Context: an optimization exercise on an open-source flow, tuned for small area, a short achievable clock period and few clock cycles. The choices shown serve that exercise and are no tape-out recipe. The RTL was checked by simulation tests, not by an equivalence proof against the original design. Power and IR drop assume default switching activity.

[flow/design.v]
module mx_lane (
    input  wire               clk,
    input  wire [31:0]        x,       
    input  wire [1:0]         el2,     
    input  wire signed [10:0] mk2,     
    input  wire signed [10:0] tn2,
    input  wire signed [10:0] ts2,
    input  wire [1:0]         el3,     
    input  wire [2:0]         rnd3,    
    input  wire [15:0]        u,       
    output reg  [7:0]         code,    
    output reg                f_sat    
);
    function gtu(input [15:0] a, input [15:0] b);
        reg g, e;
        integer n;
        begin
            g = 1'b0; e = 1'b1;
            for (n = 15; n >= 0; n = n - 1) begin
                g = g | (e & a[n] & ~b[n]);
                e = e & ~(a[n] ^ b[n]);
            end
            gtu = g;
        end
    endfunction
    function gts(input [10:0] a, input [10:0] b);
        gts = gtu({5'd0, ~a[10], a[9:0]}, {5'd0, ~b[10], b[9:0]});
    endfunction
    reg [31:0] p1_x;
    always @(posedge clk) p1_x <= x;
    wire        s    = p1_x[31];
    wire        inf  = p1_x[30:23] == 8'hFF;
    wire        sub  = p1_x[30:23] == 8'h00;
    wire [22:0] fm   = inf ? 23'h7F_FFFF : p1_x[22:0];
    wire [23:0] raw  = {!sub, fm};
    wire [7:0]  ee   = sub ? 8'd1 : inf ? 8'hFE : p1_x[30:23];
    reg [4:0] lz, tz;    
    integer i;
    always @(*) begin
        lz = 5'd0;
        for (i = 0; i < 23; i = i + 1)
            if (p1_x[i]) lz = i[4:0];
        tz = 5'd0;
        for (i = 23; i >= 0; i = i - 1)
            if (raw[i]) tz = i[4:0];
    end
    reg [1:0] mb2;
    always @(*) begin
        case (el2)
            2'd0:    mb2 = 2'd3;
            2'd1:    mb2 = 2'd2;
            2'd2:    mb2 = 2'd1;
            default: mb2 = 2'd0;
        endcase
    end
    wire signed [10:0] tc   = mk2 - $signed({3'd0, ee});
    wire        [4:0]  pr   = sub ? lz : 5'd23;
    wire signed [10:0] pc   = $signed({6'd0, pr}) - $signed({9'd0, mb2});
    wire               nrm  = el2 != 2'd3 && (sub ? gts({6'd0, lz}, ts2) : gts({3'd0, ee}, tn2));
    wire               far  = !nrm && tc[10:6] != 5'd0;     
    wire [5:0]         rs   = nrm ? pc[5:0] : tc[5:0];
    wire [39:0]        w    = far ? 40'd0 : {raw, 16'd0} >> rs;
    wire [5:0]         tzq  = {1'b0, tz} + 6'd16;
    wire               nz   = !sub || p1_x[22:0] != 23'd0;
    wire               stk  = nz && (far || (nrm ? gtu({10'd0, pc[5:0]}, {10'd0, tzq}) : gtu({10'd0, tc[5:0]}, {10'd0, tzq})));
    wire signed [10:0] d    = pc - tc;
    reg        p2_s, p2_inf, p2_stk;
    reg [7:0]  p2_rq;
    reg [15:0] p2_d;
    reg [4:0]  p2_base;
    always @(posedge clk) begin
        p2_s    <= s;
        p2_inf  <= inf;
        p2_stk  <= stk;
        p2_rq   <= w[23:16];
        p2_d    <= w[15:0];
        p2_base <= nrm ? d[4:0] : 5'd0;
    end
    wire        half    = p2_d[15];
    wire        below   = (|p2_d[14:0]) | p2_stk;
    wire        inexact = half | below;
    wire        dcarry  = gtu(p2_d, ~u);    
    reg up;
    always @(*) begin
        case (rnd3)
            3'd0: up = half & (below | p2_rq[0]);
            3'd1: up = half;
            3'd2: up = 1'b0;
            3'd3: up = inexact & ~p2_s;
            3'd4: up = inexact & p2_s;
            3'd5: up = dcarry;
            default: up = 1'b0;
        endcase
    end
    wire       is_int = el3 == 2'd3;
    reg  [7:0] bs, sgnb;
    always @(*) begin
        case (el3)
            2'd0:    begin bs = {p2_base, 3'd0};       sgnb = {p2_s, 7'd0}; end
            2'd1:    begin bs = {1'b0, p2_base, 2'd0}; sgnb = {p2_s, 7'd0}; end
            2'd2:    begin bs = {2'b0, p2_base, 1'd0}; sgnb = {4'd0, p2_s, 3'd0}; end
            default: begin bs = 8'd0;                  sgnb = 8'd0; end
        endcase
    end
    wire       neg = is_int & p2_s;
    wire [8:0] sum = {1'b0, neg ? ~p2_rq : p2_rq} + {1'b0, bs} + {8'd0, up ^ neg};
    reg ovf;
    always @(*) begin
        case (el3)
            2'd0:    ovf = gtu({7'd0, sum}, 16'h007E);
            2'd1:    ovf = gtu({7'd0, sum}, 16'h007B);
            default: ovf = gtu({7'd0, sum}, 16'h0007);
        endcase
    end
    wire [7:0] maxbits = (el3 == 2'd0) ? 8'h7E : (el3 == 2'd1) ? 8'h7B : 8'h07;
    always @(*) begin
        f_sat = p2_inf;
        if (is_int) begin
            if (!p2_s && up && p2_rq[6:0] == 7'h7F) begin code = 8'h7F; f_sat = 1'b1; end
            else                                          code = sum[7:0];
        end else if (ovf) begin
            code = sgnb | maxbits; f_sat = 1'b1;
        end else begin
            code = sgnb | sum[7:0];
        end
    end
endmodule
module mxquant (
    input  wire         clk,
    input  wire         rst,           
    input  wire         in_valid,
    output wire         in_ready,
    input  wire [127:0] in_x,          
    input  wire [7:0]   in_fmt,        
    input  wire [2:0]   in_round,
    input  wire         in_sat,
    input  wire         seed_load,
    input  wire [31:0]  seed,
    output reg          out_valid,
    output reg  [31:0]  out_e,         
    output reg  [7:0]   out_scale,
    output reg  [3:0]   out_sat
);
    localparam LANES = 4;
    reg [2:0] ph;           
    reg [2:0] in_cnt;       
    reg       rdy;          
    reg       emit;         
    reg       v0, f0, l0;   
    reg [4:0] conv;         
    assign in_ready = rdy;
    wire wr       = ph == in_cnt;
    wire accept   = in_valid && wr && conv == 5'd0;    
    wire rdy_next = !seed_load && conv <= 5'd1 && (accept || ph + 3'd1 == in_cnt);
    always @(posedge clk) begin
        if (rst) begin
            ph     <= 3'd0;
            in_cnt <= 3'd0;
            rdy    <= 1'b1;
            emit   <= 1'b0;
            v0     <= 1'b0;
            f0     <= 1'b0;
            l0     <= 1'b0;
            conv   <= 5'd0;
        end else begin
            ph    <= ph + 3'd1;
            if (accept) in_cnt <= in_cnt + 3'd1;
            rdy   <= rdy_next;
            v0    <= accept;
            f0    <= accept && in_cnt == 3'd0;
            l0    <= accept && in_cnt == 3'd7;
            if (ph == 3'd7) emit <= accept && in_cnt == 3'd7;
            if (seed_load)         conv <= 5'd26;
            else if (conv != 5'd0) conv <= conv - 5'd1;
        end
    end
    reg [127:0] r0, r1, r2, r3, r4, r5, r6, r7;
    always @(posedge clk) begin
        r0 <= wr ? in_x : r7;
        r1 <= r0; r2 <= r1; r3 <= r2; r4 <= r3; r5 <= r4; r6 <= r5; r7 <= r6;
    end
    reg [1:0] cfg_el;
    reg [2:0] cfg_round;
    reg       cfg_sat;
    always @(posedge clk)
        if (accept) begin
            cfg_el    <= in_fmt[1:0];
            cfg_round <= in_round;
            cfg_sat   <= in_sat;
        end
    function [7:0] efld(input [31:0] v);    
        efld = (v[30:23] == 8'hFF) ? 8'hFE : v[30:23];
    endfunction
    function [7:0] max8(input [7:0] a, input [7:0] b);
        max8 = (a > b) ? a : b;
    endfunction
    reg  [3:0] emax;
    always @(*) begin
        case (cfg_el)
            2'd0:    emax = 4'd8;
            2'd1:    emax = 4'd15;
            2'd2:    emax = 4'd2;
            default: emax = 4'd0;
        endcase
    end
    reg       beat_nan, beat_inf;
    integer b;
    always @(*) begin
        beat_nan = 1'b0; beat_inf = 1'b0;
        for (b = 0; b < LANES; b = b + 1)
            if (r0[32*b+30 -: 8] == 8'hFF) begin
                if (r0[32*b +: 23] != 23'd0) beat_nan = 1'b1;
                else                         beat_inf = 1'b1;
            end
    end
    reg  [7:0] acc_max;
    reg        acc_nan, acc_inf;
    wire [7:0] mold = f0 ? {4'd0, emax} : acc_max;
    wire [7:0] cand [0:4];
    assign cand[0] = r0[30:23];
    assign cand[1] = r0[62:55];
    assign cand[2] = r0[94:87];
    assign cand[3] = r0[126:119];
    assign cand[4] = mold;
    reg  [7:0] mraw;
    reg        win;
    integer ci, cj;
    always @(*) begin
        mraw = 8'd0;
        for (ci = 0; ci < 5; ci = ci + 1) begin
            win = 1'b1;
            for (cj = 0; cj < 5; cj = cj + 1)
                if (cj < ci)      win = win & (cand[ci] >  cand[cj]);
                else if (cj > ci) win = win & (cand[ci] >= cand[cj]);
            mraw = mraw | (cand[ci] & {8{win}});
        end
    end
    wire [7:0] mfin = (mraw == 8'hFF) ? 8'hFE : mraw;
    always @(posedge clk)
        if (v0) begin
            acc_max <= mfin;
            acc_nan <= beat_nan | (acc_nan & ~f0);
            acc_inf <= beat_inf | (acc_inf & ~f0);
        end
    reg signed [6:0] kk, kn, ks;
    always @(*) begin
        case (cfg_el)
            2'd0:    begin kk = 7'sd6;  kn = -7'sd14; ks = 7'sd8;  end
            2'd1:    begin kk = -7'sd8; kn = -7'sd29; ks = -7'sd7; end
            2'd2:    begin kk = 7'sd20; kn = -7'sd2;  ks = 7'sd20; end
            default: begin kk = 7'sd17; kn = -7'sd6;  ks = 7'sd16; end
        endcase
    end
    reg [1:0]         el2, el3;
    reg [2:0]         rnd2, rnd3;
    reg               nan2, nan3;
    reg [7:0]         m2, xb3;
    reg [3:0]         emax2;
    reg signed [10:0] mk2, tn2, ts2;
    always @(posedge clk) begin
        if (l0) begin
            el2   <= cfg_el;
            rnd2  <= cfg_round;
            nan2  <= acc_nan | beat_nan | ((acc_inf | beat_inf) & ~cfg_sat);
            m2    <= mfin;
            emax2 <= emax;
            mk2   <= $signed({3'd0, mfin}) + kk;
            tn2   <= $signed({3'd0, mfin}) + kn;
            ts2   <= $signed({3'd0, mfin}) + ks;
        end
        el3  <= el2;
        rnd3 <= rnd2;
        nan3 <= nan2;
        xb3  <= m2 - {4'd0, emax2};
    end
    reg v1, v2;
    always @(posedge clk) begin
        if (rst) begin
            v1 <= 1'b0; v2 <= 1'b0;
        end else begin
            v1 <= emit; v2 <= v1;
        end
    end
    function [31:0] lfsr_step(input [31:0] g);
        lfsr_step = g[0] ? ((g >> 1) ^ 32'h8020_0003) : (g >> 1);
    endfunction
    function [31:0] gen_sq(input [31:0] h);
        begin
            gen_sq[0] = ^(h & 32'h04210001);
            gen_sq[1] = ^(h & 32'h04210000);
            gen_sq[2] = ^(h & 32'h0C630002);
            gen_sq[3] = ^(h & 32'h08420000);
            gen_sq[4] = ^(h & 32'h18C60004);
            gen_sq[5] = ^(h & 32'h10840000);
            gen_sq[6] = ^(h & 32'h318C0008);
            gen_sq[7] = ^(h & 32'h21080000);
            gen_sq[8] = ^(h & 32'h63180010);
            gen_sq[9] = ^(h & 32'h42100000);
            gen_sq[10] = ^(h & 32'hC6300020);
            gen_sq[11] = ^(h & 32'h84200000);
            gen_sq[12] = ^(h & 32'h8C600040);
            gen_sq[13] = ^(h & 32'h08400000);
            gen_sq[14] = ^(h & 32'h18C00080);
            gen_sq[15] = ^(h & 32'h10800000);
            gen_sq[16] = ^(h & 32'h31800100);
            gen_sq[17] = ^(h & 32'h21000000);
            gen_sq[18] = ^(h & 32'h63000200);
            gen_sq[19] = ^(h & 32'h42000000);
            gen_sq[20] = ^(h & 32'hC6000400);
            gen_sq[21] = ^(h & 32'h84000000);
            gen_sq[22] = ^(h & 32'h88210800);
            gen_sq[23] = ^(h & 32'h08000000);
            gen_sq[24] = ^(h & 32'h10421000);
            gen_sq[25] = ^(h & 32'h10000000);
            gen_sq[26] = ^(h & 32'h20842000);
            gen_sq[27] = ^(h & 32'h20000000);
            gen_sq[28] = ^(h & 32'h41084000);
            gen_sq[29] = ^(h & 32'h40000000);
            gen_sq[30] = ^(h & 32'h82108000);
            gen_sq[31] = ^(h & 32'h80000000);
        end
    endfunction
    function [63:0] gen_u(input [31:0] h);
        begin
            gen_u[0] = ^(h & 32'h70793275);
            gen_u[1] = ^(h & 32'h912344B5);
            gen_u[2] = ^(h & 32'h3023CFDC);
            gen_u[3] = ^(h & 32'h40A060A8);
            gen_u[4] = ^(h & 32'h2ABBBA10);
            gen_u[5] = ^(h & 32'h77358938);
            gen_u[6] = ^(h & 32'h70406367);
            gen_u[7] = ^(h & 32'hEFE7FF1F);
            gen_u[8] = ^(h & 32'h31E9D066);
            gen_u[9] = ^(h & 32'h735D2675);
            gen_u[10] = ^(h & 32'h9C30BF39);
            gen_u[11] = ^(h & 32'h5B26F188);
            gen_u[12] = ^(h & 32'hB03FC37D);
            gen_u[13] = ^(h & 32'hCC16FF91);
            gen_u[14] = ^(h & 32'h32EBBFC8);
            gen_u[15] = ^(h & 32'h98E80C71);
            gen_u[16] = ^(h & 32'h93CB226F);
            gen_u[17] = ^(h & 32'h34EF357E);
            gen_u[18] = ^(h & 32'hA78FCB4B);
            gen_u[19] = ^(h & 32'hA17A3304);
            gen_u[20] = ^(h & 32'h5D54785D);
            gen_u[21] = ^(h & 32'hAEDB3289);
            gen_u[22] = ^(h & 32'h33127118);
            gen_u[23] = ^(h & 32'h89E925D1);
            gen_u[24] = ^(h & 32'hD6371781);
            gen_u[25] = ^(h & 32'h18129170);
            gen_u[26] = ^(h & 32'hA5F04E31);
            gen_u[27] = ^(h & 32'h5F03D201);
            gen_u[28] = ^(h & 32'hE7CDC245);
            gen_u[29] = ^(h & 32'hA44386D1);
            gen_u[30] = ^(h & 32'h2702A748);
            gen_u[31] = ^(h & 32'hD41EA04C);
            gen_u[32] = ^(h & 32'h4071A821);
            gen_u[33] = ^(h & 32'h89CCA749);
            gen_u[34] = ^(h & 32'h0F2238D1);
            gen_u[35] = ^(h & 32'h875808A1);
            gen_u[36] = ^(h & 32'h902A35A8);
            gen_u[37] = ^(h & 32'hF8AFB840);
            gen_u[38] = ^(h & 32'h94445531);
            gen_u[39] = ^(h & 32'hB3C22711);
            gen_u[40] = ^(h & 32'hB1E0690D);
            gen_u[41] = ^(h & 32'hD0055B6D);
            gen_u[42] = ^(h & 32'hA081F504);
            gen_u[43] = ^(h & 32'h85796D68);
            gen_u[44] = ^(h & 32'hA6D52A09);
            gen_u[45] = ^(h & 32'h66539D21);
            gen_u[46] = ^(h & 32'h245A1F61);
            gen_u[47] = ^(h & 32'hC2F31F41);
            gen_u[48] = ^(h & 32'h4460B3EE);
            gen_u[49] = ^(h & 32'h62E60D91);
            gen_u[50] = ^(h & 32'hED7CF131);
            gen_u[51] = ^(h & 32'h8AA34974);
            gen_u[52] = ^(h & 32'h1D896750);
            gen_u[53] = ^(h & 32'hEDEFBCE1);
            gen_u[54] = ^(h & 32'h48863190);
            gen_u[55] = ^(h & 32'h284C07E9);
            gen_u[56] = ^(h & 32'hB9DF1929);
            gen_u[57] = ^(h & 32'h0ED98711);
            gen_u[58] = ^(h & 32'h82DCE5A1);
            gen_u[59] = ^(h & 32'h2BA908F1);
            gen_u[60] = ^(h & 32'hDAFC7A24);
            gen_u[61] = ^(h & 32'hE6D4D315);
            gen_u[62] = ^(h & 32'hAACA6774);
            gen_u[63] = ^(h & 32'h48054F40);
        end
    endfunction
    reg [31:0] h;
    reg [63:0] ureg;
    always @(posedge clk) begin
        if (rst)
            h <= 32'h0000_0001;
        else if (seed_load)
            h <= seed;
        else if (conv != 5'd0)
            h <= gen_sq(h);
        else if (v1 && rnd2 == 3'd5)
            h <= lfsr_step(h);
        ureg <= gen_u(h);
    end
    wire [31:0] codes;
    wire [3:0]  sats;
    genvar l;
    generate
        for (l = 0; l < LANES; l = l + 1) begin : lane
            mx_lane u_lane (
                .clk   (clk),
                .x     (r7[32*l +: 32]),
                .el2   (el2),
                .mk2   (mk2),
                .tn2   (tn2),
                .ts2   (ts2),
                .el3   (el3),
                .rnd3  (rnd3),
                .u     (ureg[16*l +: 16]),
                .code  (codes[8*l +: 8]),
                .f_sat (sats[l])
            );
        end
    endgenerate
    always @(posedge clk) begin
        if (rst)
            out_valid <= 1'b0;
        else
            out_valid <= v2;
        if (nan3) begin
            out_e     <= 32'd0;
            out_scale <= 8'hFF;
            out_sat   <= 4'd0;
        end else begin
            out_e     <= codes;
            out_scale <= xb3;
            out_sat   <= sats;
        end
    end
endmodule
[flow/flow/run.sh]
#!/bin/bash
# The standard layout, with the port buffers made from plain buffers
# (sky130_fd_sc_hd__buf_2) instead of the delay buffers buffer_ports picks
# by default. Every input and output port still gets its own buffer.
set -e
export BUFFER_PORTS_ARGS="-buffer_cell sky130_fd_sc_hd__buf_2"
bash standard.sh > standard.log 2>&1
[flow/standard.sh]
#!/bin/bash
# synth_recipe.tcl (not shown) runs the flow's synth.tcl, then flattens the netlist and writes it again
# the make line also repeats each setting of config.mk as NAME=value (left out here)
make -C /OpenROAD-flow-scripts/flow DESIGN_CONFIG=/design/flow/config.mk WORK_HOME=/design/flow/orfs CLKGATE_MAP_FILE= SYNTH_SCRIPT=/design/flow/synth_recipe.tcl "${@:-finish}"
[flow/config.mk]
export PLATFORM = sky130hd
export DESIGN_NAME = mxquant
export DESIGN_NICKNAME = mxquant
export VERILOG_FILES = /design/flow/design.v
export SDC_FILE = /design/flow/constraint.sdc
export NUM_CORES = 4
export LEC_CHECK = 0
export CAP_MARGIN = 50
export CORE_MARGIN = 2
export CORE_UTILIZATION = 40
export CTS_CLUSTER_DIAMETER = 120
export CTS_CLUSTER_SIZE = 25
export SETUP_SLACK_MARGIN = 1.5
export SLEW_MARGIN = 70
[flow/constraint.sdc]
create_clock -name core_clock -period 24.0 [get_ports {clk}]
set_input_delay 4.8000 -clock core_clock [delete_from_list [all_inputs] [get_ports {clk}]]
set_output_delay 4.8000 -clock core_clock [all_outputs]
set_load 0.01 [all_outputs]
==> results.cfg <==
[worst_setup_path]
reg2regPathDepth = 25
cpPeakStageDelay_ns = 0.49
arrival_ns = 6.89
cpMostUsedCell = a21oi_1
cpMaxStageDelayCell = edfxtp_1
setup.worst_path.end_class = flop
cp-endpoint = mk2[9]$_DFFE_PP_
r2r-end = mk2[9]$_DFFE_PP_
cp.required_ns = 24.46
crit_type = flop to flop
startpoint = cfg_el[0]$_DFFE_PP_
crit_path_max_fanout = 14
crit_path_start_kind = flop
rr_startpoint = cfg_el[0]$_DFFE_PP_
rrSetupSlack_ns = 17.57

[clock_network]
clk_latency_ns = 0.72
hold_buffers = 0
h-tree-depth = 3
cts_tree = built
post_cts_buffers = 0
cts_buffers = 74
clk_path_buf_depth = 3
cts.sinks = 1515
cts-root-buf = clkbuf_16
cts_resized = 0
path_clk_slew_ns = 0.10

[timing]
whs_ns = 0.313
setup_tns_ns = 0
setup_viol = 0
hold_violations = 0
report.final.slew_viol_count = 0
worstMarginPinSlew_ns = 0.476
max_slew_margin_pct = 67.4
fmax_ghz = 0.156
fin_worst_skew_ns = 0.0519
min_period_over_period_pct = 26.8
fin_ws_ns = 17.57
rsz0062_at_grt = false
post-route-min-period_ns = 6.43

[synthesis]
synthTopCellsByCount = 1,453 x dfxtp_1, 477 x xnor2_1, 400 x nand2_1
netlist_instances = 5996
synth-seq-cells = 1515
yosysWarnings = 2
yosys.area.top_type = dfxtp_1
synth-seq-area-share_pct = 50.7
syn_nets = 6390
synth_area_leaders = dfxtp_1 48%, xnor2_1 6.8%, ha_1 4.1%
async_flop_share_pct = 0
synth_most_common_cell = dfxtp_1
synth_top_flop_cell = dfxtp_1
synth_area_um2 = 61100
ys_types = 109
synth_edf_count = 62
postSynthAreaPerCell_um2 = 10.2
synth.top_cell.area_share_pct = 47.6

[pwr]
leakagePower_nw = 27.6
report.power.total_mw = 8.38
powerDensity_nw_per_um2 = 121
peakVddDrop_v = 0.0000713

[layout]
nFillCells = 14300
final_nets = 6568
finalInstanceArea_um2 = 69300
final_core_util_pct = 45.6
fin_cells = 8228
multi_input_area_um2 = 30400
area_delta_synth_final_pct = 13.4
drive_gt1_share_pct = 17.0
seq_area_um2 = 31100

[placed_design]
place_area_um2 = 66500
dpl.hpwl_um = 138000
dpl_worst_slack_ns = 17.73
gp_congestion = 0.962
portBuffers = 215
dp.cells = 8119

[floorplanning]
pin_count = 222
core-area_um2 = 152000
rows = 143
fp.dieW_um = 395
fp.dieArea_um2 = 156000
die_y_um = 395
start_util_pct = 40.3

[drt]
initialDrtViolationCount = 4144
avgViaCountPerCell = 5.54
drc = 0
routed_wl_um = 183000
ant_nets = 0
drt-pass1-iter-count = 8
vias = 45600
post_drt_wl_per_cell_um = 22.3

[run]
drv_cap = 0

[grt]
use_met1_pct = 32.0
grt_max_degree = 61
grt_pass1_vias = 43400
grt_pass1_wl_um = 275000
use_met3_pct = 3.27
globalRouteMet2Util_pct = 36.1
grt.total_usage_pct = 22.8
top_usage_layer = met2
gr-total-overflow = 0
grt_antenna_before_repair = 11

[min_path]
hp-start = r2[58]$_DFF_P_
min_path_type = flop to flop

[run_status]
outcome = finished clean
logic make-up (layout without fill, tap and decap cells):
kind of cell / Yosys count / count (layout) / share of synthesized area, %
xor+xnor: 633 / 633 / 9.10
flops: 1515 / 1515 / 50.7
buf+inv: 499 / 698 / 3.24
fa+ha+maj: 242 / 242 / 5.08
other cells: 0 / 3 / 0
compound gates: 1340 / 1340 / 14.7
simple gates: 1440 / 1440 / 11.4
mux: 327 / 327 / 5.76
worst max-delay path, delay by kind of cell, from the launching register on:
kind / cells / cell delay (ns)
AOI/OAI and AO/OA: 10 / 1.82
and+or+nand+nor: 8 / 1.75
adders and majority gates: 3 / 0.96
buffers and inverters: 2 / 0.70
DFF: 1 / 0.49
muxes: 1 / 0.37
xor gates and xnor gates: 1 / 0.09
area by class of cell:
type,count,share of cell area [%]
flip-flops and latches,1515,44.9
multi-input cells,3982,43.9
well taps,2030,3.67
repair buffers,375,3.25
clock buffers,83,2.77
inverters,226,1.23
clock inverters,14,0.267
diodes,3,0.0108
power breakdown:
part	switching, mW	internal [mW]	total (mW)
Clock	0.791	0.588	1.38
Combinational	1.87	1.36	3.23
Sequential	0.513	3.26	3.77
Total	3.18	5.21	8.38
flip-flops by register name (all words and copies together) (netlist names), 8 cells and up:
register             count
acc_max                  8
h                       32
lane.u_lane.p1_x       128
lane.u_lane.p2_base     20
lane.u_lane.p2_d        64
lane.u_lane.p2_rq       32
m2                       8
mk2                     10
out_e                   32
out_scale                8
r0                     128
r1                     128
r2                     128
r3                     128
r4                     128
r5                     128
r6                     128
r7                     128
tn2                      9
ts2                     10
ureg                    64
xb3                      8
how the worst min path moves through the flow:
stage	end	slack (ns)	depth (start not counted)
after global placement	r3[83]$_DFF_P_	0.31	0
after global routing	r5[62]$_DFF_P_	0.31	0
final	r3[58]$_DFF_P_	0.31	0
after detailed placement	r7[45]$_DFF_P_	0.31	0
after floorplan	lane[0].u_lane.p2_s$_DFF_P_	0.31	0
after CTS	r3[58]$_DFF_P_	0.30	0
layer usage:
layer	wire length [um]	vias to the layer above
li1	-	21600
met1	83300	22000
met2	81400	1730
met3	11900	312
met4	6530	4
met5	27	-
cell usage in the layout, fill, tap and decap left out, types with 75 or more instances in the layout:
master	synthesis	final
buf_4	6	77
nor3_1	119	105
o22ai_1	100	97
nand3_1	90	90
clkbuf_16	0	75
inv_1	218	213
xnor2_1	477	411
dfxtp_1	1453	1382
nor2_1	384	355
ha_1	200	198
xor2_1	155	131
nand2_1	400	385
a21oi_1	337	318
buf_2	34	249
mux2_2	159	158
mux2i_1	161	147
o21ai_0	220	205
Testbench counts, summed over its fixed seeds: cycles 96,088.

[re-timing with driven ports]
The results above use ideal ports. As a check the final layout listed here was re-extracted and re-timed, cells and wires unchanged.
Step 1: set_driving_cell puts a clkbuf_16 on clk and a buf_2 on each other input, an assumption about the parent block.
Step 2 also shifts input and output timing later by t, the mid clock arrival at the registers, as if the neighbouring blocks saw the same clock.
a / b / c = ideal / step 1 / step 2; a / b = the first two.
t (ns): 0.776
setup WS [ns]: 17.574 / 17.574 / 17.574
worst setup path at the end: register to register
slew at the worst register clock pin (ns): 0.11 / 0.11
pins driven straight from the clock port: 1
After both steps this run still meets setup and hold. For this run, drivers alone change the setup slack by 0.000 ns; drivers and shift together by 0.000 ns.
